What follows belongs to an exercise in optimizing a design on an open flow for small area, a short achievable clock period and few clock cycles per item; a production flow would make more cautious choices. Only simulation tests tie the RTL to the original design; equivalence was not proved.

lane 4:
==> flow/design.v (excerpt) <==
module pol_charge_unit (
    input  wire         clk,
    input  wire         rst,           
    input  wire         in_valid,
    output wire         in_ready,
    input  wire [114:0] in_cfg,        
    input  wire [39:0]  in_tc,         
    input  wire [39:0]  in_tp,         
    input  wire [51:0]  in_last,       
    input  wire [15:0]  in_bytes,      
    input  wire [63:0]  in_ts,         
    output wire         out_valid,
    input  wire         out_ready,
    output wire [1:0]   out_colour,    
    output wire         out_drop,      
    output wire [39:0]  out_tc,
    output wire [39:0]  out_tp,
    output wire [51:0]  out_last
);
    localparam [1:0] MODE_2698 = 2'b01,
                     MODE_4115 = 2'b10;
    localparam [2:0] P_DIV = 3'd0,      
                     P_CMP = 3'd1,      
                     P_PRE = 3'd2,      
                     P_MUL = 3'd3,      
                     P_FIN = 3'd4;
  ...
Size: ~470 I/O pins, ~44000 um^2 of cells after synthesis.
Settings: LEC_CHECK=0, ABC_CLOCK_PERIOD_IN_PS=4000, CAP_MARGIN=20, CORE_MARGIN=2, CORE_UTILIZATION=60, PLACE_DENSITY=0.7, SETUP_SLACK_MARGIN=4.5, SLEW_MARGIN=20, TNS_END_PERCENT=10; clock period 11.0 ns.
standard.sh (not shown) runs the stock make flow with config.mk's settings and CLKGATE_MAP_FILE= SYNTH_SCRIPT=/design/flow/synth_recipe.tcl, a recipe that flattens the netlist after the stock synthesis.
==> flow/flow/run.sh <==
#!/bin/bash
# The standard layout, with three changes:
#  - port buffers are plain buffer cells (buf_1) instead of the delay cell
#    that buffer_ports picks by default;
#  - the clock tree uses smaller clock buffers and no dummy loads;
#  - after the standard synthesis, flow/polar.py flips full adders whose
#    inputs or outputs go through inverters (FA(~a,~b,~c) = (~s,~co)), which
#    removes inverter pairs the adder extraction leaves; registers and their
#    names are untouched.
set -euo pipefail
export BUFFER_PORTS_ARGS="-buffer_cell sky130_fd_sc_hd__buf_1"
export CTS_ARGS="-sink_clustering_enable -repair_clock_nets -dont_use_dummy_load -buf_list {sky130_fd_sc_hd__clkbuf_4 sky130_fd_sc_hd__clkbuf_8}"
bash standard.sh synth > synth.log 2>&1
R=orfs/results/sky130hd/pol_charge_unit/base
cp "$R/1_2_yosys.v" polar_in.v
python3 flow/polar.py polar_in.v polar_out.v > polar.log 2>&1
cp polar_out.v "$R/1_2_yosys.v"
rm -f "$R/1_synth.odb" "$R/1_synth.sdc"
bash standard.sh > standard.log 2>&1
Other scripts of this flow, unchanged in this note and not shown: flow/flow/polar.py
No stage failed in lane 4, and the final checks on the layout all came back clean.
Testbench counts of lane 4, summed over its fixed seeds: cycles 1,600, items 1,536.
> inputs changed (lane 4 -> lane 2)
Settings: SETUP_SLACK_MARGIN changed from 4.5 to 5; TNS_END_PERCENT changed from 10 to 2.
==> comparison <==
Post-synthesis cell count: lane 2 vs lane 4 — no meaningful difference
Taking lane 4 as the reference, in lane 2 setup slack went up, routed via count held steady, clock tree buffer count of the final layout held, final core area utilization now sits lower, number of buffers between clock root and the deepest sink ~0 delta.
Number of inserted filler cells in the final layout (lane 2 vs. lane 4) increases slightly
Looking at total routed wirelength, lane 2 sits 0.50% below lane 4.

* * *

## xenon
Starting RTL as in the previous note.
==> flow/config.mk <==
export PLATFORM = sky130hd
export DESIGN_NAME = pol_charge_unit
export DESIGN_NICKNAME = pol_charge_unit
export VERILOG_FILES = /design/flow/design.v
export SDC_FILE = /design/flow/constraint.sdc
export NUM_CORES = 4
export LEC_CHECK = 0
export ABC_CLOCK_PERIOD_IN_PS = 4000
export CAP_MARGIN = 20
export CORE_MARGIN = 2
export CORE_UTILIZATION = 60
export PLACE_DENSITY = 0.7
export SETUP_SLACK_MARGIN = 4.5
export SLEW_MARGIN = 20
==> flow/constraint.sdc <==
create_clock -name core_clock -period 11.0 [get_ports {clk}]
set_input_delay 2.2000 -clock core_clock [delete_from_list [all_inputs] [get_ports {clk}]]
set_output_delay 2.2000 -clock core_clock [all_outputs]
set_load 0.01 [all_outputs]
==> flow/flow/run.sh <==
#!/bin/bash
# The standard layout, with plain buffer cells (buf_1) as port buffers
# instead of the delay cell that buffer_ports picks by default, and a clock
# tree of smaller clock buffers without dummy loads.
set -euo pipefail
export BUFFER_PORTS_ARGS="-buffer_cell sky130_fd_sc_hd__buf_1"
export CTS_ARGS="-sink_clustering_enable -repair_clock_nets -dont_use_dummy_load -buf_list {sky130_fd_sc_hd__clkbuf_4 sky130_fd_sc_hd__clkbuf_8}"
bash standard.sh > standard.log 2>&1
xenon finished every step from synthesis to the final layout, and the layout passed the timing, DRC and antenna checks.
Testbench counts of xenon, summed over its fixed seeds: cycles 1,600, items 1,536.
[inputs] quartz vs xenon
--- a/flow/config.mk
+++ b/flow/config.mk
@@ -13 +13 @@
-export SETUP_SLACK_MARGIN = 4.5
+export SETUP_SLACK_MARGIN = 5
@@ -14,0 +15 @@
+export TNS_END_PERCENT = 2
--- outcome ---
- Across quartz and xenon, the outcome is the same: a clean finish for every run.
- xenon -> quartz: area of the multi-input gates decreased by a few percent
- quartz vs. xenon: flip-flop and latch share of the layout cell area went up by 1.6 points.
- Diff xenon..quartz | compound-gate portion of the synthesized area | unchanged
- Compared to xenon, quartz has hold slack 11 ps lower.
- When the final numbers for quartz and xenon were put side by side, the multi-input logic portion of the cell area turned out to be smaller in xenon.
- Part of the cycle the worst path needs, quartz and xenon: larger value in xenon
Here is what was changed in the inputs of fjord compared with quartz.
==> flow/flow/run.sh <==
#!/bin/bash
# The standard layout, with the port buffers made of plain buffer cells
# (buf_2) instead of the default delay cell that buffer_ports picks.
set -euo pipefail
export BUFFER_PORTS_ARGS="-buffer_cell sky130_fd_sc_hd__buf_2"
bash standard.sh > standard.log 2>&1
--- a/flow/config.mk
+++ b/flow/config.mk
@@ -13 +13 @@
-export SETUP_SLACK_MARGIN = 5
+export SETUP_SLACK_MARGIN = 4.5
@@ -15 +14,0 @@
-export TNS_END_PERCENT = 2
Notes after the runs:
- fjord finished end to end and its layout was clean on timing, DRC and antenna.
- In the flow results for quartz and fjord, the utilization is smaller on quartz.
- Changes observed in fjord relative to quartz: non-clock buffer count rose about 20%; later-pin clock latency in the skew report fell 70 ps.
Here is what was changed in the inputs of violet compared with fjord.
==> flow/flow/run.sh <==
#!/bin/bash
# The standard layout, with plain buffer cells (buf_1) as port buffers
# instead of the delay cell that buffer_ports picks by default, and a clock
# tree of smaller clock buffers without dummy loads.
set -euo pipefail
export BUFFER_PORTS_ARGS="-buffer_cell sky130_fd_sc_hd__buf_1"
export CTS_ARGS="-sink_clustering_enable -repair_clock_nets -dont_use_dummy_load -buf_list {sky130_fd_sc_hd__clkbuf_4 sky130_fd_sc_hd__clkbuf_8}"
bash standard.sh > standard.log 2>&1
--- a/flow/config.mk
+++ b/flow/config.mk
@@ -14,0 +15 @@
+export TNS_END_PERCENT = 10
Findings:
violet: full flow OK, the timing, DRC and antenna checks passed
On global routing usage on met1: between violet and fjord, it ends up lower for violet.
violet vs fjord — non-clock buffer count dropped 102.
violet against fjord: maximum frequency down 0.47%; time the final worst path needs with I/O delays and setup up 33 ps.

[afterwards: timing with drivers on the ports]
The flow's constraints put no driver on any port. The routed layouts listed below were extracted and timed again, unchanged, in two steps. Step 1 (the two cells are an assumption about what drives the block):
set clk [get_ports {clk}]
set_driving_cell -lib_cell sky130_fd_sc_hd__clkbuf_16 $clk
set_driving_cell -lib_cell sky130_fd_sc_hd__buf_2 [delete_from_list [all_inputs] $clk]
Step 2 moves the port delays by t, midway between the first and last clock arrival at a register: inputs arrive t later, outputs are due t later. That takes back most of the time a late clock gives input paths. a / b / c = ideal / step 1 / step 2; a / b = the first two.
run | t, ns | setup WS [ns] | hold slack, ns
lane 4 | 0.764 | 3.850 / 3.827 / 3.400 | 0.423 / 0.423 / 0.423
lane 2 | 0.749 | 3.892 / 3.870 / 3.419 | 0.423 / 0.423 / 0.423
xenon | 0.753 | 3.951 / 3.904 / 3.799 | 0.408 / 0.408 / 0.408
quartz | 0.734 | 3.973 / 3.929 / 3.663 | 0.397 / 0.397 / 0.397
fjord | 0.697 | 3.973 / 3.948 / 3.801 | 0.420 / 0.420 / 0.420
violet | 0.745 | 3.939 / 3.907 / 3.414 | 0.406 / 0.406 / 0.406
After both steps every run listed still meets setup and hold. The setup slack of violet, which loses most, moves by -0.032 ns with the drivers and by -0.525 ns with both steps.
